Background: an optimization exercise with open tools, aiming at small area. Do not read the settings as production practice. In this exercise RTL edits were held to simulation tests only and were not proved equivalent to the original. Power is estimated from default activity; no workload was simulated.

==> flow/design.v, too long to show whole: its modules and the start of the top module <==
// module hb_au: 1922 lines
// module hb_fa: 3 lines
// module hb_ha: 4 lines
// module hb_cascade: 154 lines
module hb_cascade (
    input  wire        clk,
    input  wire        rst,
    input  wire [3:0]  cfg_dec,
    input  wire        in_valid,
    input  wire [15:0] in_data,
    input  wire        in_mark,
    output reg         out_valid,
    output reg  [15:0] out_data,
    output reg         out_mark
);
  // ...
==> flow/run.sh <==
#!/bin/bash
# synth_recipe.tcl (not shown) runs the flow's synth.tcl, then flattens the netlist and writes it again
# the make line also repeats each setting of config.mk as NAME=value (left out here)
make -C /OpenROAD-flow-scripts/flow DESIGN_CONFIG=/design/flow/config.mk WORK_HOME=/design/flow/orfs CLKGATE_MAP_FILE= SYNTH_SCRIPT=/design/flow/synth_recipe.tcl finish
==> flow/config.mk <==
export PLATFORM = sky130hd
export DESIGN_NAME = hb_cascade
export DESIGN_NICKNAME = hb_cascade
export VERILOG_FILES = /design/flow/design.v
export SDC_FILE = /design/flow/constraint.sdc
export NUM_CORES = 4
export LEC_CHECK = 0
export ABC_CLOCK_PERIOD_IN_PS = 16000
export CAP_MARGIN = 10
export CORE_MARGIN = 2
export CORE_UTILIZATION = 75
export CTS_BUF_LIST = sky130_fd_sc_hd__clkbuf_16
export CTS_CLUSTER_DIAMETER = 80
export CTS_CLUSTER_SIZE = 30
export PLACE_DENSITY = 0.82
export SLEW_MARGIN = 10
export SYNTH_HIERARCHICAL = 1
==> flow/constraint.sdc <==
create_clock -name core_clock -period 16.0 [get_ports {clk}]
set_input_delay 3.2000 -clock core_clock [delete_from_list [all_inputs] [get_ports {clk}]]
set_output_delay 3.2000 -clock core_clock [all_outputs]
set_load 0.01 [all_outputs]
==> impl_metrics.tcl, run 1 <==
set metrics [dict create \
    status "complete, no violations" \
    setup_viol 0 \
    yosysSeqAreaShare 0.749 \
    area_growth_pct 5.27 \
    rows 131 \
    final_common_cell "edfxtp_1" \
    critPathTopFamily "adder cells" \
    synth_nets 5816 \
    io_pins 42 \
    max-cap-violations 0 \
    final_hold_viol_count 0 \
    synth_compound_area_frac 0.0917 \
    routabilityCongestion 0.993 \
    pre_cts_ws_ns 2.21 \
    viasPerCell 7.18 \
    hold_slack_ns 0.416 \
    tightest_slew_ns 1.17 \
    busiest_layer "met2" \
    top_power_group "registers" \
    synth_top_family_by_area "adder cells" \
    setup_ws_ns 2.13 \
    crit_start "g_st[3].rq" \
    seq_area_mm2 0.0721 \
    final_cell_mix "edfxtp_1 (2288), fa_1 (500), a22oi_1 (417)" \
    post-route-period-util 0.867 \
    n_antenna_cell 3 \
    totalWireLength_um 223000 \
    met1_usage 0.525 \
    comb_cell_power_mw 0.0481 \
    hold_end "b1[5][12]" \
    fmax_ghz 0.0721 \
    cts_resized 0 \
    fillers 6152 \
    crit_required_ns 16.66 \
    finalNetCount 5759 \
    numCtsBuffers 97 \
    p_clk_mw 3.07 \
    topRoutingLayerUsed "met5" \
    r2r_start "g_st[3].rq" \
    nWellTaps 1662 \
    p_sw_mw 1.93 \
    final.setup_skew_ns 0.0531 \
    cts_max_path_buffers 3 \
    firstDrtPassIters 13 \
    worstHoldStart "b1[4][12]" \
]
==> module hb_cascade, before the edit <==
module hb_cascade (
    input  wire        clk,
    input  wire        rst,
    input  wire [3:0]  cfg_dec,
    input  wire        in_valid,
    input  wire [15:0] in_data,
    input  wire        in_mark,
    output reg         out_valid,
    output reg  [15:0] out_data,
    output reg         out_mark
);
    wire [3:0] sel = (cfg_dec > 4'd8) ? 4'd8 : cfg_dec;
    reg        iv;
    reg [15:0] id;
    reg        im;
    reg        act1;
    always @(posedge clk) begin
        iv   <= in_valid & ~rst;
        id   <= in_data;
        im   <= in_mark;
        act1 <= (sel != 4'd0);
    end
    wire [15:0] win [0:95];
    wire [15:0] cen [0:7];
    wire [8:1]  wmk;
    wire [8:1]  srv;                 
    wire [15:0] aw [0:11];
    genvar i, j;
    generate
        for (i = 0; i < 12; i = i + 1) begin : g_mx
            assign aw[i] = ({16{srv[1]}} & win[i])      | ({16{srv[2]}} & win[12+i])
                         | ({16{srv[3]}} & win[24+i])   | ({16{srv[4]}} & win[36+i])
                         | ({16{srv[5]}} & win[48+i])   | ({16{srv[6]}} & win[60+i])
                         | ({16{srv[7]}} & win[72+i])   | ({16{srv[8]}} & win[84+i]);
        end
    endgenerate
    wire [15:0] ac = ({16{srv[1]}} & cen[0]) | ({16{srv[2]}} & cen[1])
                   | ({16{srv[3]}} & cen[2]) | ({16{srv[4]}} & cen[3])
                   | ({16{srv[5]}} & cen[4]) | ({16{srv[6]}} & cen[5])
                   | ({16{srv[7]}} & cen[6]) | ({16{srv[8]}} & cen[7]);
    wire [15:0] y;
    wire        ovf;
    hb_au u_au (
        .clk(clk),
        .a0(aw[0]), .a1(aw[1]), .a2(aw[2]),   .a3(aw[3]),   .a4(aw[4]),   .a5(aw[5]),
        .a6(aw[6]), .a7(aw[7]), .a8(aw[8]),   .a9(aw[9]),   .a10(aw[10]), .a11(aw[11]),
        .c(ac), .y(y), .ovf(ovf));
    reg  [8:1]  srv_d;
    reg         wm_d;
    always @(posedge clk) begin
        srv_d <= rst ? 8'd0 : srv;
        wm_d  <= |(srv & wmk);
    end
    wire        ym = wm_d | ovf;
    integer k;
    reg [15:0] a1 [0:10];            
    reg [15:0] b1 [0:5];             
    reg [4:0]  cnt1;
    reg [4:0]  mc1;                  
    wire       ev1 = iv & act1;
    assign srv[1] = ev1 & (cnt1 == 5'd23);
    assign win[0] = id;
    generate
        for (i = 1; i < 12; i = i + 1) begin : g_w1
            assign win[i] = a1[i-1];
        end
    endgenerate
    assign cen[0] = b1[5];
    assign wmk[1] = im | (mc1 <= 5'd21);
    always @(posedge clk) begin
        if (rst) begin
            cnt1 <= 5'd0;
            mc1  <= 5'd23;
        end else if (ev1) begin
            cnt1 <= (cnt1 == 5'd23) ? 5'd22 : cnt1 + 5'd1;
            if (im)
                mc1 <= 5'd0;
            else if (mc1 < 5'd23)
                mc1 <= mc1 + 5'd1;
        end
        if (ev1 & cnt1[0]) begin
            a1[0] <= id;
            for (k = 1; k < 11; k = k + 1)
                a1[k] <= a1[k-1];
        end
        if (ev1 & ~cnt1[0]) begin
            b1[0] <= id;
            for (k = 1; k < 6; k = k + 1)
                b1[k] <= b1[k-1];
        end
    end
    wire [8:1] req;
    generate
        for (j = 2; j <= 8; j = j + 1) begin : g_st
            localparam FO = (j == 3 || j >= 5) ? 1'b0 : 1'b1;
            reg [15:0] a [0:11];     
            reg [15:0] b [0:5];      
            reg [4:0]  cnt;
            reg [4:0]  mc;
            reg        rq;
            wire       ev = srv_d[j-1] & (sel >= j);
            wire       ap = (cnt[0] == FO);
            assign req[j] = rq;
            for (i = 0; i < 12; i = i + 1) begin : g_w
                assign win[12*(j-1) + i] = a[i];
            end
            assign cen[j-1] = b[5];
            assign wmk[j] = (mc <= 5'd22);
            always @(posedge clk) begin
                if (rst) begin
                    cnt <= 5'd0;
                    mc  <= 5'd23;
                    rq  <= 1'b0;
                end else begin
                    if (ev) begin
                        cnt <= (cnt == 5'd23) ? 5'd22 : cnt + 5'd1;
                        if (ym)
                            mc <= 5'd0;
                        else if (mc < 5'd23)
                            mc <= mc + 5'd1;
                    end
                    if (ev & ap & (cnt[4:1] == 4'd11))
                        rq <= 1'b1;
                    else if (srv[j])
                        rq <= 1'b0;
                end
                if (ev & ap) begin
                    a[0] <= y;
                    for (k = 1; k < 12; k = k + 1)
                        a[k] <= a[k-1];
                end
                if (ev & ~ap) begin
                    b[0] <= y;
                    for (k = 1; k < 6; k = k + 1)
                        b[k] <= b[k-1];
                end
            end
        end
    endgenerate
    assign req[1] = 1'b0;
    assign srv[2] = req[2] & ~srv[1];
    assign srv[3] = req[3] & ~srv[1] & ~req[2];
    assign srv[4] = req[4] & ~srv[1] & ~|req[3:2];
    assign srv[5] = req[5] & ~srv[1] & ~|req[4:2];
    assign srv[6] = req[6] & ~srv[1] & ~|req[5:2];
    assign srv[7] = req[7] & ~srv[1] & ~|req[6:2];
    assign srv[8] = req[8] & ~srv[1] & ~|req[7:2];
    wire done = (sel == 4'd0) ? iv : srv_d[sel];
    always @(posedge clk) begin
        out_valid <= ~rst & done;
        out_data  <= (sel == 4'd0) ? id : y;
        out_mark  <= (sel == 4'd0) ? im : ym;
    end
endmodule
==> inputs of run 2 (changes only) <==
--- a/flow/design.v
+++ b/flow/design.v
@@ -1939,4 +1939,5 @@
     output reg         out_mark
 );
+    genvar i, j;
     wire [3:0] sel = (cfg_dec > 4'd8) ? 4'd8 : cfg_dec;
     reg        iv;
@@ -1955,17 +1956,19 @@
     wire [8:1]  srv;                 
     wire [15:0] aw [0:11];
-    genvar i, j;
+    wire [15:0] ac;
     generate
         for (i = 0; i < 12; i = i + 1) begin : g_mx
-            assign aw[i] = ({16{srv[1]}} & win[i])      | ({16{srv[2]}} & win[12+i])
-                         | ({16{srv[3]}} & win[24+i])   | ({16{srv[4]}} & win[36+i])
-                         | ({16{srv[5]}} & win[48+i])   | ({16{srv[6]}} & win[60+i])
-                         | ({16{srv[7]}} & win[72+i])   | ({16{srv[8]}} & win[84+i]);
+            hb_mx8w u_mx (
+                .s(srv),
+                .d0(win[i]),    .d1(win[12+i]), .d2(win[24+i]), .d3(win[36+i]),
+                .d4(win[48+i]), .d5(win[60+i]), .d6(win[72+i]), .d7(win[84+i]),
+                .y(aw[i]));
         end
     endgenerate
-    wire [15:0] ac = ({16{srv[1]}} & cen[0]) | ({16{srv[2]}} & cen[1])
-                   | ({16{srv[3]}} & cen[2]) | ({16{srv[4]}} & cen[3])
-                   | ({16{srv[5]}} & cen[4]) | ({16{srv[6]}} & cen[5])
-                   | ({16{srv[7]}} & cen[6]) | ({16{srv[8]}} & cen[7]);
+    hb_mx8w u_mxc (
+        .s(srv),
+        .d0(cen[0]), .d1(cen[1]), .d2(cen[2]), .d3(cen[3]),
+        .d4(cen[4]), .d5(cen[5]), .d6(cen[6]), .d7(cen[7]),
+        .y(ac));
     wire [15:0] y;
     wire        ovf;
@@ -2082,2 +2085,28 @@
     end
 endmodule
+module hb_mx8w (
+    input  wire [8:1]  s,
+    input  wire [15:0] d0, d1, d2, d3, d4, d5, d6, d7,
+    output wire [15:0] y
+);
+    genvar b;
+    generate
+        for (b = 0; b < 16; b = b + 1) begin : g_b
+            wire n0, n1, n2, n3;
+            hb_ao3 u_0 (.a1(s[1]), .b1(d0[b]), .a2(s[2]), .b2(d1[b]), .a3(s[3]), .b3(d2[b]), .y(n0));
+            hb_ao3 u_1 (.a1(s[4]), .b1(d3[b]), .a2(s[5]), .b2(d4[b]), .a3(s[6]), .b3(d5[b]), .y(n1));
+            hb_nd2 u_2 (.a(s[7]), .b(d6[b]), .y(n2));
+            hb_nd2 u_3 (.a(s[8]), .b(d7[b]), .y(n3));
+            hb_nd4 u_4 (.a(n0), .b(n1), .c(n2), .d(n3), .y(y[b]));
+        end
+    endgenerate
+endmodule
+module hb_ao3 (input wire a1, input wire b1, input wire a2, input wire b2, input wire a3, input wire b3, output wire y);
+    assign y = ~((a1 & b1) | (a2 & b2) | (a3 & b3));
+endmodule
+module hb_nd2 (input wire a, input wire b, output wire y);
+    assign y = ~(a & b);
+endmodule
+module hb_nd4 (input wire a, input wire b, input wire c, input wire d, output wire y);
+    assign y = ~(a & b & c & d);
+endmodule
--- a/flow/config.mk
+++ b/flow/config.mk
@@ -7,11 +7,11 @@
 export LEC_CHECK = 0
 export ABC_CLOCK_PERIOD_IN_PS = 16000
-export CAP_MARGIN = 10
+export CAP_MARGIN = 20
 export CORE_MARGIN = 2
 export CORE_UTILIZATION = 75
 export CTS_BUF_LIST = sky130_fd_sc_hd__clkbuf_16
-export CTS_CLUSTER_DIAMETER = 80
-export CTS_CLUSTER_SIZE = 30
+export CTS_CLUSTER_DIAMETER = 70
+export CTS_CLUSTER_SIZE = 28
 export PLACE_DENSITY = 0.82
-export SLEW_MARGIN = 10
+export SLEW_MARGIN = 20
 export SYNTH_HIERARCHICAL = 1
==> impl_metrics.tcl, run 2 <==
set metrics [dict create \
    setup_viol 0 \
    fmax_ghz 0.0689 \
    critPathKind "flip-flop to flip-flop" \
    avgSynthCellArea_um2 19.6 \
    die_height_um 358 \
    die-area_mm2 0.128 \
    synthCells 4782 \
    antenna_found_initial 5 \
    cts_hold_buffers 0 \
    synth_top_area_share 0.733 \
    synthTopCellsByCount "edfxtp_1 (2288), nand2_1 (535), fa_1 (500)" \
    synth.most_common_cell "edfxtp_1" \
    critPathTopFamily "adder cells" \
    path_buf_inv 2 \
    cts_max_path_buffers 3 \
    start_util 0.757 \
    yosys-top-cells-area "edfxtp_1 (73%), fa_1 (11%), a222oi_1 (4.4%)" \
    powerDensity_mw_per_mm2 104 \
    clk_root_buffer_cell "clkbuf_16" \
    slowest_stage "fa_1" \
    tightest_slew_ns 1.19 \
    ys.flop_type "edfxtp_1" \
    finalNetCount 5569 \
    crit_required_ns 16.63 \
    post-route-period-util 0.907 \
    crit_path_frequent_cell "fa_1" \
    ys_ff_latch 2455 \
    fin_tns_setup_ns 0 \
    timing.final.max_slew_violations 0 \
    insertion_delay_ns 0.81 \
    final_cell_mix "edfxtp_1 (2288), nand2_1 (535), fa_1 (500)" \
    setup_ws_ns 1.49 \
    cts_resized 0 \
    grt_use_total 0.363 \
    hold_slack_ns 0.388 \
    finish.utilization 0.813 \
    viasPerCell 7.25 \
    cpPeakStageDelay_ns 0.69 \
    multi_input_comb_area_mm2 0.0210 \
    area_growth_pct 7.32 \
    cts_htree_levels 3 \
    clock-sinks 2455 \
    async_flop_share 0 \
    relSlewSlack 0.205 \
    fillers 5557 \
    vias 48600 \
    final_hold_viol_count 0 \
    final.setup_skew_ns 0.0935 \
    place_hpwl_um 137000 \
    syn_area_mm2 0.0937 \
    drt_iter0_drc 9734 \
    postRouteAntennaNets 0 \
    rows 129 \
    synth-edff-count 2288 \
    grt.overflow.total 0 \
    yosysSeqAreaShare 0.769 \
    dieWidth_um 358 \
    port_buffers 41 \
    wl_per_cell_um 33.8 \
    synth_top_area_cell "edfxtp_1" \
    cp-start-kind "flip-flop" \
    largest-register "g_st.a" \
    cp.arrival_ns 15.14 \
    path_clk_slew_ns 0.10 \
    path_max_fanout 92 \
    totalWireLength_um 226000 \
    grt_pass1_wl_um 331000 \
    post-cts-setup-buffers 0 \
    grt_start_max_net_pins 139 \
    holdCritPathClass "flip-flop to flip-flop" \
    routabilityCongestion 1.01 \
    cts_tree "built" \
    pre_cts_ws_ns 1.72 \
    power_leakage_nw 32.9 \
    io_pins 42 \
    top_regs "g_st.a: 1344 flops, g_st.b: 672 flops, a1: 176 flops" \
    max-cap-violations 0 \
    drive_above_1_share 0.0555 \
    largest_register_ffs 1344 \
    grt_pass1_vias 48800 \
    fp.coreArea_mm2 0.124 \
    firstDrtPassIters 13 \
    rsz0062_at_grt "false" \
    numCtsBuffers 111 \
    synth_nets 5379 \
    ys_types 74 \
    min_period_ns 14.51 \
    final_common_cell "edfxtp_1" \
    max-vdd-ir-drop_mv 0.144 \
    yosys_warnings 40 \
    seq_area_mm2 0.0720 \
    drcViolationCount 0 \
    end_kind "flip-flop" \
    power_mw 10.5 \
    status "complete, no violations" \
]
==> run 2: kinds of logic (layout without fill, tap and decap cells) <==
| kind of cell | after synthesis | after routing | share of synthesized area |
|---|---|---|---|
| buf+inv | 197 | 476 | 0.00814 |
| simple gates | 951 | 951 | 0.0473 |
| other cells | 0 | 2 | 0 |
| compound gates | 573 | 573 | 0.0558 |
| fa+ha+maj | 573 | 573 | 0.117 |
| mux | 7 | 7 | 0.000881 |
| xor+xnor | 26 | 26 | 0.00259 |
| flops | 2455 | 2455 | 0.769 |
==> run 2: per-layer routing <==
layer	global-route usage	wire length, µm
met1	0.539	82300
met2	0.556	107000
met3	0.0806	29000
met4	0.117	8190
met5	0	12
==> run 2: path summary, 6_finish.rpt <==
kind,from,to,slack (ns),depth (start not counted)
worst max register to register,cnt1[0],u_au.rz,1.49,36
worst min register to register,g_st[7].a[6][11],g_st[7].a[7][11],0.39,0
worst min-delay path,g_st[7].a[6][11],g_st[7].a[7][11],0.39,0
worst max-delay path,cnt1[0],u_au.rz,1.49,36
==> run 2: modules after synthesis, one instance, submodules excluded, a selection <==
module | area (µm²) | times used
hb_fa | 20.0 | 500
hb_au | 1720 | 1
hb_ha | 12.5 | 27
hb_nd2 | 3.75 | 416
hb_cascade | 74600 | 1
hb_nd4 | 6.26 | 208
hb_ao3 | 10.0 | 416
==> run 2: area by class of cell <==
cell class                 instances  area share
sequential                      2455       0.716
multi-input combinational       2130       0.209
clock buffer                     114      0.0284
tap                             1637      0.0204
timing repair buffer             109      0.0107
clock inverter                    88     0.00867
inverter                         165     0.00638
antenna                            2   0.0000498
==> run 2: worst reg2reg max path: cells and delay by family, from the launching register on <==
kind	cells	cell delay (ns)
and+or+nand+nor	8	1.73
adders and majority gates	25	10.94
AOI/OAI and AO/OA	1	0.54
DFF	1	0.47
buffers and inverters	2	0.69
==> run 2: per-stage QoR <==
| step | instances | cell area, µm² |
|---|---|---|
| 3_5_place_dp | 6492 | 96700 |
| 5_1_grt | 6698 | 101000 |
| 2_1_floorplan | 4782 | 93700 |
| 4_1_cts | 6694 | 100000 |
| 3_3_place_gp | 6490 | 96700 |
| 6_report | 6700 | 101000 |
==> run 2: report_power, final <==
part	switching [mW]	internal (mW)
sequential	0.0172	6.93
combinational	0.0334	0.0146
clock	2.01	1.46
total	2.06	8.41
==> inputs of run 3 (changes only) <==
--- a/flow/design.v
+++ b/flow/design.v
@@ -1985,7 +1985,6 @@
     end
     wire        ym = wm_d | ovf;
-    integer k;
-    reg [15:0] a1 [0:10];            
-    reg [15:0] b1 [0:5];             
+    wire [15:0] a1 [0:10];           
+    wire [15:0] b1 [0:5];            
     reg [4:0]  cnt1;
     reg [4:0]  mc1;                  
@@ -2011,21 +2010,21 @@
                 mc1 <= mc1 + 5'd1;
         end
-        if (ev1 & cnt1[0]) begin
-            a1[0] <= id;
-            for (k = 1; k < 11; k = k + 1)
-                a1[k] <= a1[k-1];
-        end
-        if (ev1 & ~cnt1[0]) begin
-            b1[0] <= id;
-            for (k = 1; k < 6; k = k + 1)
-                b1[k] <= b1[k-1];
-        end
     end
+    wire sa1 = ev1 & cnt1[0];        
+    wire sb1 = ev1 & ~cnt1[0];       
+    generate
+        for (i = 0; i < 11; i = i + 1) begin : g_a1
+            hb_hw16 u_w (.clk(clk), .en(sa1), .hold(~sa1), .d(i == 0 ? id : a1[i-1]), .q(a1[i]));
+        end
+        for (i = 0; i < 6; i = i + 1) begin : g_b1
+            hb_hw16 u_w (.clk(clk), .en(sb1), .hold(~sb1), .d(i == 0 ? id : b1[i-1]), .q(b1[i]));
+        end
+    endgenerate
     wire [8:1] req;
     generate
         for (j = 2; j <= 8; j = j + 1) begin : g_st
             localparam FO = (j == 3 || j >= 5) ? 1'b0 : 1'b1;
-            reg [15:0] a [0:11];     
-            reg [15:0] b [0:5];      
+            wire [15:0] a [0:11];    
+            wire [15:0] b [0:5];     
             reg [4:0]  cnt;
             reg [4:0]  mc;
@@ -2057,14 +2056,12 @@
                         rq <= 1'b0;
                 end
-                if (ev & ap) begin
-                    a[0] <= y;
-                    for (k = 1; k < 12; k = k + 1)
-                        a[k] <= a[k-1];
-                end
-                if (ev & ~ap) begin
-                    b[0] <= y;
-                    for (k = 1; k < 6; k = k + 1)
-                        b[k] <= b[k-1];
-                end
+            end
+            wire sa = ev & ap;       
+            wire sb = ev & ~ap;      
+            for (i = 0; i < 12; i = i + 1) begin : g_a
+                hb_hw16 u_w (.clk(clk), .en(sa), .hold(~sa), .d(i == 0 ? y : a[i-1]), .q(a[i]));
+            end
+            for (i = 0; i < 6; i = i + 1) begin : g_b
+                hb_hw16 u_w (.clk(clk), .en(sb), .hold(~sb), .d(i == 0 ? y : b[i-1]), .q(b[i]));
             end
         end
@@ -2085,4 +2082,28 @@
     end
 endmodule
+module hb_hw16 (
+    input  wire        clk,
+    input  wire        en,
+    input  wire        hold,
+    input  wire [15:0] d,
+    output wire [15:0] q
+);
+    genvar b;
+    generate
+        for (b = 0; b < 16; b = b + 1) begin : g_b
+            hb_hw1 u_h (.clk(clk), .en(en), .hold(hold), .d(d[b]), .q(q[b]));
+        end
+    endgenerate
+endmodule
+module hb_hw1 (
+    input  wire clk,
+    input  wire en,
+    input  wire hold,
+    input  wire d,
+    output reg  q
+);
+    always @(posedge clk)
+        q <= (en & d) | (hold & q);
+endmodule
 module hb_mx8w (
     input  wire [8:1]  s,
--- a/flow/config.mk
+++ b/flow/config.mk
@@ -7,11 +7,11 @@
 export LEC_CHECK = 0
 export ABC_CLOCK_PERIOD_IN_PS = 16000
-export CAP_MARGIN = 20
+export CAP_MARGIN = 10
 export CORE_MARGIN = 2
 export CORE_UTILIZATION = 75
 export CTS_BUF_LIST = sky130_fd_sc_hd__clkbuf_16
-export CTS_CLUSTER_DIAMETER = 70
-export CTS_CLUSTER_SIZE = 28
+export CTS_CLUSTER_DIAMETER = 80
+export CTS_CLUSTER_SIZE = 30
 export PLACE_DENSITY = 0.82
-export SLEW_MARGIN = 20
+export SLEW_MARGIN = 10
 export SYNTH_HIERARCHICAL = 1
==> impl_metrics.tcl, run 3 <==
set metrics [dict create \
    status "complete, but fails checks" \
    violations "slew limit" \
    vias 68500 \
    setup_ws_ns 1.48 \
    drive_above_1_share 0.0353 \
    fin_tns_setup_ns 0 \
    critPathKind "flip-flop to flip-flop" \
    path_max_fanout 79 \
    power_mw 9.48 \
    final_hold_viol_count 0 \
    grt_pass1_wl_um 400000 \
    power_leakage_nw 37.4 \
    finalNetCount 7884 \
    setup_viol 0 \
    path_clk_slew_ns 0.11 \
    crit_required_ns 16.64 \
    max-vdd-ir-drop_mv 0.120 \
    fp.coreArea_mm2 0.120 \
    async_flop_share 0 \
    pre_cts_ws_ns 1.66 \
    cts_htree_levels 3 \
    antenna_found_initial 5 \
    cpPeakStageDelay_ns 0.71 \
    fillers 6991 \
    grt_use_total 0.409 \
    max-cap-violations 0 \
    totalWireLength_um 259000 \
    synth_top_area_cell "dfxtp_1" \
    slowest_stage "fa_1" \
    yosys-top-cells-area "dfxtp_1 (54%), a22o_1 (22%), fa_1 (11%)" \
    ys_types 64 \
    drt_iter0_drc 10300 \
    die_height_um 352 \
    largest_register_ffs 1344 \
    rows 127 \
    clock-sinks 2455 \
    cts_resized 0 \
    dpl_cell_area_mm2 0.0941 \
    busiest_layer "met2" \
    die-area_mm2 0.124 \
    cp-start-kind "flip-flop" \
    wl_per_cell_um 29.1 \
    dieWidth_um 352 \
    crit_path_frequent_cell "fa_1" \
    synth-edff-count 0 \
    ys_ff_latch 2455 \
    place_hpwl_um 168000 \
    fmax_ghz 0.0689 \
    cts_hold_buffers 0 \
    insertion_delay_ns 0.77 \
    top_regs "g_st.g_a.u_w.g_b.u_h.q: 1344 flops, g_st.g_b.u_w.g_b.u_h.q: 672 flops, g_a1.u_w.g_b.u_h.q: 176 flops" \
    start_util 0.757 \
    final.setup_skew_ns 0.0417 \
    synth.most_common_cell "dfxtp_1" \
    timing.final.max_slew_violations 84 \
    powerDensity_mw_per_mm2 97.9 \
    cp.arrival_ns 15.16 \
    holdCritPathClass "flip-flop to flip-flop" \
    met2_usage 0.626 \
    io_pins 42 \
    rsz0062_at_grt "false" \
    met3_usage 0.0837 \
    synth_nets 7687 \
    area_growth_pct 6.54 \
    met1_usage 0.556 \
    final_cell_area_mm2 0.0968 \
    drcViolationCount 0 \
    finish.utilization 0.807 \
    port_buffers 41 \
    avgSynthCellArea_um2 12.8 \
    tightest_slew_ns 1.63 \
    post-cts-setup-buffers 0 \
    grt_start_max_net_pins 194 \
    firstDrtPassIters 12 \
    synthCells 7090 \
    end_kind "flip-flop" \
    cts_max_path_buffers 3 \
    largest-register "g_st.g_a.u_w.g_b.u_h.q" \
    clk_root_buffer_cell "clkbuf_16" \
    grt_pass1_vias 66800 \
    final_common_cell "dfxtp_1" \
    syn_area_mm2 0.0908 \
    post-route-period-util 0.908 \
    routabilityCongestion 1.03 \
    cts_tree "built" \
    yosys_warnings 9 \
    ys.flop_type "dfxtp_1" \
    viasPerCell 7.68 \
    synthTopCellsByCount "dfxtp_1 (2455), a22o_1 (2288), nand2_1 (550)" \
    synth_top_area_share 0.541 \
    numCtsBuffers 95 \
    relSlewSlack -0.0893 \
    final_cell_mix "dfxtp_1 (2455), a22o_1 (2288), nand2_1 (542)" \
    min_period_ns 14.52 \
    grt.overflow.total 0 \
    postRouteAntennaNets 0 \
    yosysSeqAreaShare 0.541 \
]
## run 3: cell count changes in the layout (fill, tap and decap cells not counted), sizes merged, moves of 8 or more
cell    previous run  this run
edfxtp          2288         0
nor2b             15         7
nor2              77        86
dfxtp            167      2455
nand2b             7        18
a22o               0      2288
inv              218       188
clkinv            25         9
nand2            535       551
buf               69        89
clkbuf           114        96
## run 3: metal layers
metal  wire length, µm  share of wire
met1            101000           0.39
met2            116000           0.45
met3             28700           0.11
met4             13600          0.053
met5                47        0.00018
## run 3: worst max-delay path: cells and delay by family (launching register included)
family | cells | cell delay, ns
adder cells (fa/ha/maj) | 25 | 11.11
AND/OR/NAND/NOR | 7 | 1.57
buffers and inverters | 2 | 0.87
flip-flops | 1 | 0.44
AO/OA/AOI/OAI | 1 | 0.33
## run 3: worst paths after layout
kind                                                        from                          endpoint  slack, ns  cells past startpoint
worst max-delay path                                     cnt1[0]                           u_au.rz       1.48                     35
worst min-delay path            g_st[8].g_b[3].u_w.g_b[11].u_h.q  g_st[8].g_b[3].u_w.g_b[11].u_h.q       0.48                      1
worst max register to register                           cnt1[0]                           u_au.rz       1.48                     35
worst min register to register  g_st[8].g_b[3].u_w.g_b[11].u_h.q  g_st[8].g_b[3].u_w.g_b[11].u_h.q       0.48                      1
## run 3: per-stage QoR
stage / cells / hold WS (ns)
2_1_floorplan: 7090 / 0.438
4_1_cts: 8919 / 0.481
6_report: 8921 / 0.480
3_5_place_dp: 8802 / 0.453
3_3_place_gp: 8802 / 0.451
5_1_grt: 8919 / 0.489
## run 3: cells by family after synthesis
family / synth area share
adder cells (fa/ha/maj): 0.120
multiplexers: 0.00117
XOR/XNOR: 0.00229
buffers and inverters: 0.00871
AO/OA/AOI/OAI: 0.278
AND/OR/NAND/NOR: 0.0488
flip-flops: 0.541
## run 3: per-module statistics from Yosys, one instance, submodules excluded, excerpt
module / area (µm²) / flops+latches / times used / cells inside
hb_ao3: 10.0 / 0 / 416 / 1
hb_hw1: 28.8 / 1 / 2288 / 2
hb_nd4: 6.26 / 0 / 208 / 1
hb_nd2: 3.75 / 0 / 416 / 1
hb_cascade: 5890 / 133 / 1 / 702
hb_au: 1720 / 34 / 1 / 245
hb_fa: 20.0 / 0 / 500 / 1
## run 3: final cells by class
type | instances | area (µm²) | share of cell area
clock buffers | 96 | 2400 | 0.0248
clock inverters | 21 | 285 | 0.00295
repair buffers | 129 | 1130 | 0.0117
multi-input cells | 4427 | 41100 | 0.424
diodes | 2 | 5.00 | 0.0000517
inverters | 179 | 723 | 0.00747
flip-flops and latches | 2455 | 49100 | 0.508
well taps | 1612 | 2020 | 0.0208
## run 3: report_power, final
| group | switching, mW | internal, mW | leakage (nW) |
|---|---|---|---|
| Combinational | 0.0626 | 0.0910 | 16.3 |
| Sequential | 0.0986 | 6.23 | 19.8 |
| Clock | 1.86 | 1.13 | 1.32 |
==> inputs of run 4 (changes only) <==
--- a/flow/config.mk
+++ b/flow/config.mk
@@ -7,5 +7,5 @@
 export LEC_CHECK = 0
 export ABC_CLOCK_PERIOD_IN_PS = 16000
-export CAP_MARGIN = 10
+export CAP_MARGIN = 20
 export CORE_MARGIN = 2
 export CORE_UTILIZATION = 75
@@ -14,4 +14,4 @@
 export CTS_CLUSTER_SIZE = 30
 export PLACE_DENSITY = 0.82
-export SLEW_MARGIN = 10
+export SLEW_MARGIN = 20
 export SYNTH_HIERARCHICAL = 1
==> impl_metrics.tcl, run 4 <==
set metrics [dict create \
    grt_use_total 0.407 \
    end_kind "flip-flop" \
    r2r_start "cnt1[0]" \
    start_util 0.757 \
    viasPerCell 7.65 \
    synthCells 7090 \
    synth_compound_area_frac 0.278 \
    worstRegToRegCells 35 \
    antenna_found_initial 3 \
    synth.most_common_cell "dfxtp_1" \
    port_buffers 41 \
    powerDensity_mw_per_mm2 97.6 \
    post-cts-setup-buffers 0 \
    synth_top_area_cell "dfxtp_1" \
    slowest_stage "fa_1" \
    rsz0062_at_grt "false" \
    synth_nets 7687 \
    async_flop_share 0 \
    hold_path_depth 1 \
    hold_end "g_st[3].g_b[1].u_w.g_b[14].u_h.q" \
    grt_start_max_net_pins 194 \
    worstHoldStart "g_st[3].g_b[0].u_w.g_b[14].u_h.q" \
    cts_max_path_buffers 3 \
    holdCritPathClass "flip-flop to flip-flop" \
    status "complete, no violations" \
    io_pins 42 \
    clock-sinks 2455 \
    min_period_ns 14.60 \
    cts_tree "built" \
    wl_per_cell_um 29.0 \
    final_common_cell "dfxtp_1" \
    critPathKind "flip-flop to flip-flop" \
    cp-start-kind "flip-flop" \
    timing.final.max_slew_violations 0 \
    ys_types 64 \
    place_hpwl_um 168000 \
    n_antenna_cell 0 \
    relSlewSlack 0.155 \
    synth_top_family_by_area "compound AO/OA/AOI/OAI gates" \
    max-cap-violations 0 \
    tightest_slew_ns 1.27 \
    finish.utilization 0.807 \
    yosysSeqAreaShare 0.541 \
    finalNetCount 7887 \
    vias 68300 \
    fin_tns_setup_ns 0 \
    cpPeakStageDelay_ns 0.71 \
    drt_iter0_drc 10800 \
    cts_htree_levels 3 \
    fp.coreArea_mm2 0.120 \
    insertion_delay_ns 0.75 \
    synth-simple-area-share 0.0488 \
    synth_top_area_share 0.541 \
    hold_slack_ns 0.473 \
    path_clk_slew_ns 0.11 \
    synth-edff-count 0 \
    drcViolationCount 0 \
    avgSynthCellArea_um2 12.8 \
    crit_required_ns 16.62 \
    postRouteAntennaNets 0 \
    ys.flop_type "dfxtp_1" \
    dieWidth_um 352 \
    cts_hold_buffers 0 \
    largest_register_ffs 1344 \
    final_hold_viol_count 0 \
    r2r_end "u_au.rz" \
    clk_root_buffer_cell "clkbuf_16" \
    yosys-top-cells-area "dfxtp_1 (54%), a22o_1 (22%), fa_1 (11%)" \
    max-vdd-ir-drop_mv 0.108 \
    grt.overflow.total 0 \
    area_growth_pct 6.56 \
    crit_path_frequent_cell "fa_1" \
    ys_ff_latch 2455 \
    syn_area_mm2 0.0908 \
    ff2ff_setup_slack_ns 1.40 \
    final.setup_skew_ns 0.0525 \
    synthTopCellsByCount "dfxtp_1 (2455), a22o_1 (2288), nand2_1 (550)" \
    drive_above_1_share 0.0364 \
    firstDrtPassIters 11 \
    yosys_warnings 9 \
    largest-register "g_st.g_a.u_w.g_b.u_h.q" \
    post-place-cells 8803 \
    power_leakage_nw 37.4 \
    post-route-period-util 0.913 \
    die_height_um 352 \
    routabilityCongestion 1.03 \
    setup_viol 0 \
    die-area_mm2 0.124 \
    rows 127 \
    cts_resized 0 \
    top_regs "g_st.g_a.u_w.g_b.u_h.q: 1344 flops, g_st.g_b.u_w.g_b.u_h.q: 672 flops, g_a1.u_w.g_b.u_h.q: 176 flops" \
    totalWireLength_um 259000 \
    grt_pass1_vias 66400 \
    fmax_ghz 0.0685 \
    power_mw 9.45 \
    cp.arrival_ns 15.22 \
    synthAdderAreaFrac 0.120 \
    final_cell_mix "dfxtp_1 (2455), a22o_1 (2288), nand2_1 (542)" \
    numCtsBuffers 95 \
    synth_xor_area_frac 0.00229 \
    muxShareOfSynthArea 0.00117 \
    path_max_fanout 79 \
    grt_pass1_wl_um 400000 \
    finalNonFillerCells 8926 \
]
## run 4: cell counts after synthesis
Identical to the previous run, type by type.
## run 4: cells by family after synthesis
group,count (synthesis)
flops,2455
mux,8
simple gates,965
compound gates,2859
fa+ha+maj,573
xor+xnor,22
buf+inv,208
## run 4: worst max path at each step
| stage | startpoint | to | cells past startpoint |
|---|---|---|---|
| floorplan | cnt1[0] | u_au.r23_1 | 32 |
| global placement | cnt1[0] | u_au.rz | 35 |
| detailed placement | cnt1[0] | u_au.rz | 35 |
| CTS | cnt1[0] | u_au.rz | 35 |
| global route | cnt1[0] | u_au.rz | 35 |
| finish | cnt1[0] | u_au.rz | 35 |
## run 4: worst max-delay path, delay by kind of cell, from the launching register on
family | cells | cell delay (ns)
simple gates | 7 | 1.63
fa+ha+maj | 25 | 11.12
compound gates | 1 | 0.34
buf+inv | 2 | 0.84
flops | 1 | 0.43
## run 4: per-module statistics from Yosys (local to each module, per instance), excerpt
| module | cell area [µm²] | times used | cells | flip-flops and latches |
|---|---|---|---|---|
| hb_ao3 | 10.0 | 416 | 1 | 0 |
| hb_au | 1720 | 1 | 245 | 34 |
| hb_cascade | 5890 | 1 | 702 | 133 |
| hb_fa | 20.0 | 500 | 1 | 0 |
| hb_ha | 12.5 | 27 | 1 | 0 |
| hb_hw1 | 28.8 | 2288 | 2 | 1 |
| hb_nd2 | 3.75 | 416 | 1 | 0 |
| hb_nd4 | 6.26 | 208 | 1 | 0 |
## run 4: where the power goes
group / switching [mW] / total [mW] / internal, mW
logic: 0.0624 / 0.153 / 0.0910
clock network: 1.84 / 2.97 / 1.13
registers: 0.0973 / 6.33 / 6.23
## run 4: layer usage
layer	wire length (µm)	global-route usage
met5	42	0
met3	28900	0.0872
met2	116000	0.620
met4	14200	0.198
met1	100000	0.558
## run 4: final cells by class
class | count | area [µm²]
clock inverters | 25 | 239
fillers | 7028 | 23200
repair buffers | 132 | 1200
inverters | 179 | 723
clock buffers | 96 | 2400
flip-flops and latches | 2455 | 49100
multi-input cells | 4427 | 41100
well taps | 1612 | 2020
## run 4: metrics by stage
stage	instance area [µm²]	setup slack (ns)
6_report	96800	1.40
5_1_grt	96800	1.07
4_1_cts	96700	1.60
3_5_place_dp	94100	1.60
3_3_place_gp	94100	1.93
2_1_floorplan	90900	0.519
==> inputs of run 5 (changes only) <==
--- a/flow/config.mk
+++ b/flow/config.mk
@@ -11,7 +11,7 @@
 export CORE_UTILIZATION = 75
 export CTS_BUF_LIST = sky130_fd_sc_hd__clkbuf_16
-export CTS_CLUSTER_DIAMETER = 80
-export CTS_CLUSTER_SIZE = 30
+export CTS_CLUSTER_DIAMETER = 70
+export CTS_CLUSTER_SIZE = 28
 export PLACE_DENSITY = 0.82
-export SLEW_MARGIN = 20
+export SLEW_MARGIN = 45
 export SYNTH_HIERARCHICAL = 1
==> impl_metrics.tcl, run 5 <==
set metrics [dict create \
    status "complete, no violations" \
    port_buffers 41 \
    grt_start_max_net_pins 121 \
    grt_pass1_wl_um 405000 \
    ys_types 64 \
    dieWidth_um 352 \
    crit_required_ns 16.66 \
    power_mw 9.89 \
    critPathKind "flip-flop to flip-flop" \
    firstDrtPassIters 10 \
    crit_path_frequent_cell "fa_1" \
    fin_tns_setup_ns 0 \
    post-cts-setup-buffers 0 \
    io_pins 42 \
    synth-edff-count 0 \
    end_kind "flip-flop" \
    tightest_slew_ns 0.847 \
    synth_top_area_cell "dfxtp_1" \
    finalNetCount 7908 \
    post-place-cells 8810 \
    grt_use_total 0.414 \
    synth.most_common_cell "dfxtp_1" \
    cts_max_path_buffers 3 \
    setup_viol 0 \
    seq_area_mm2 0.0491 \
    holdCritPathClass "flip-flop to flip-flop" \
    die-area_mm2 0.124 \
    worstRegToRegCells 35 \
    fmax_ghz 0.0692 \
    ys_ff_latch 2455 \
    clock-sinks 2455 \
    yosysSeqAreaShare 0.541 \
    path_max_fanout 79 \
    power_leakage_nw 37.9 \
    ys.flop_type "dfxtp_1" \
    min_period_ns 14.46 \
    drt_iter0_drc 11100 \
    timing.final.max_slew_violations 0 \
    wl_per_cell_um 29.2 \
    multi_input_comb_area_mm2 0.0411 \
    rsz0062_at_grt "false" \
    synth_nets 7687 \
    largest_register_ffs 1344 \
    pre_cts_ws_ns 1.66 \
    yosys-top-cells-area "dfxtp_1 (54%), a22o_1 (22%), fa_1 (11%)" \
    yosys_warnings 9 \
    place_hpwl_um 170000 \
    path_depth 35 \
    top_regs "g_st.g_a.u_w.g_b.u_h.q: 1344 flops, g_st.g_b.u_w.g_b.u_h.q: 672 flops, g_a1.u_w.g_b.u_h.q: 176 flops" \
    path_clk_slew_ns 0.10 \
    viasPerCell 7.63 \
    postRouteAntennaNets 0 \
    path_buf_inv 2 \
    vias 68500 \
    avgSynthCellArea_um2 12.8 \
    antenna_found_initial 4 \
    grt.overflow.total 0 \
    powerDensity_mw_per_mm2 101 \
    drcViolationCount 0 \
    cp-start-kind "flip-flop" \
    cts_resized 0 \
    hold_slack_ns 0.475 \
    cp.arrival_ns 15.13 \
    finalNonFillerCells 8983 \
    cts_hold_buffers 0 \
    insertion_delay_ns 0.79 \
    cpPeakStageDelay_ns 0.72 \
    max-cap-violations 0 \
    syn_area_mm2 0.0908 \
    start_util 0.757 \
    setup_ws_ns 1.54 \
    max-vdd-ir-drop_mv 0.131 \
    area_growth_pct 7.84 \
    largest-register "g_st.g_a.u_w.g_b.u_h.q" \
    cts_tree "built" \
    grt_pass1_vias 67200 \
    final_cell_mix "dfxtp_1 (2455), a22o_1 (2288), nand2_1 (530)" \
    totalWireLength_um 262000 \
    final.setup_skew_ns 0.0435 \
    async_flop_share 0 \
    synthTopCellsByCount "dfxtp_1 (2455), a22o_1 (2288), nand2_1 (550)" \
    drive_above_1_share 0.0450 \
    slowest_stage "fa_1" \
    critPathTopFamily "adder cells" \
    fp.coreArea_mm2 0.120 \
    synthCells 7090 \
    cts_htree_levels 3 \
    final_hold_viol_count 0 \
    numCtsBuffers 110 \
    fillers 6827 \
    post-route-period-util 0.904 \
    final_common_cell "dfxtp_1" \
    relSlewSlack 0.435 \
    die_height_um 352 \
    rows 127 \
    hold_path_depth 1 \
    clk_root_buffer_cell "clkbuf_16" \
    synth_top_area_share 0.541 \
    routabilityCongestion 1.03 \
]
## run 5: cell counts after synthesis
No cell type changed its count.
## run 5: kinds of logic after synthesis
group | Yosys count | synth area share
adder cells (fa/ha/maj) | 573 | 0.120
flip-flops | 2455 | 0.541
AND/OR/NAND/NOR | 965 | 0.0488
buffers and inverters | 208 | 0.00871
XOR/XNOR | 22 | 0.00229
AO/OA/AOI/OAI | 2859 | 0.278
multiplexers | 8 | 0.00117
## run 5: Yosys stat by module (local to each module, per instance), a selection
module      cells inside  copies in the design  flops+latches
hb_ha                  1                    27              0
hb_au                245                     1             34
hb_nd4                 1                   208              0
hb_cascade           702                     1            133
hb_hw1                 2                  2288              1
hb_fa                  1                   500              0
hb_nd2                 1                   416              0
hb_ao3                 1                   416              0
## run 5: through the flow
step / util / instance area, µm²
after floorplan: - / 90900
after global placement: 0.784 / 94100
after detailed placement: 0.787 / 94400
after CTS: 0.816 / 97900
after global routing: 0.816 / 98000
final: 0.816 / 98000
## run 5: final timing paths
kind	startpoint	endpoint	slack (ns)
worst max-delay path	cnt1[0]	u_au.rz	1.54
worst min-delay path	g_st[6].g_b[1].u_w.g_b[8].u_h.q	g_st[6].g_b[2].u_w.g_b[8].u_h.q	0.47
worst max register to register	cnt1[0]	u_au.rz	1.54
worst min register to register	g_st[6].g_b[1].u_w.g_b[8].u_h.q	g_st[6].g_b[2].u_w.g_b[8].u_h.q	0.47
## run 5: layer usage
layer  wire, µm  share of wire  vias up  global-route usage
met5         21       0.000080        -                   0
met4      14300          0.054        4               0.200
met3      29700           0.11      784              0.0970
met2     118000           0.45     4411               0.636
met1     100000           0.38    34400               0.557
li1           -              -    28900                   -
## run 5: final cells by class
cell class	count	area share
well taps	1612	0.0206
clock buffers	111	0.0284
flip-flops and latches	2455	0.502
repair buffers	138	0.0150
multi-input cells	4427	0.420
inverters	179	0.00750
diodes	1	0.0000255
clock inverters	60	0.00727
## run 5: worst reg2reg max path: cells and delay by family (launching register included)
family,cells,cell delay (ns)
AOI/OAI and AO/OA,1,0.33
adders and majority gates,25,11.11
buffers and inverters,2,0.87
DFF,1,0.42
and+or+nand+nor,7,1.63
## run 5: power breakdown
group	switching, mW	total, mW	internal (mW)	leakage [nW]
Combinational	0.0646	0.156	0.0915	16.4
Sequential	0.100	6.33	6.23	19.8
Clock	1.97	3.40	1.43	1.70
Total	2.14	9.89	7.75	37.9

what the ideal ports hide:
How much do the figures lean on ideal ports? The routed layouts below were timed once more, with nothing changed but the port constraints. Step 1 assumes that a clkbuf_16 drives the clock port and a buf_2 every other input. Step 2 times the ports against the registers' clock, not the clock port: input delays grow and output delays shrink by t, the midpoint of the rising clock arrivals with the driver on. Slacks: no drivers / after step 1 / after step 2; pairs: no drivers / after step 1.
| run | t (ns) | slack for setup (ns) | slew at the worst register clock pin (ns) |
|---|---|---|---|
| run 1 | 0.828 | 2.127 / 2.127 / 2.127 | 0.12 / 0.12 |
| run 2 | 0.844 | 1.486 / 1.486 / 1.486 | 0.12 / 0.12 |
| run 3 | 0.826 | 1.479 / 1.479 / 1.479 | 0.12 / 0.12 |
| run 4 | 0.810 | 1.397 / 1.397 / 1.397 | 0.11 / 0.11 |
| run 5 | 0.858 | 1.539 / 1.539 / 1.539 | 0.11 / 0.11 |
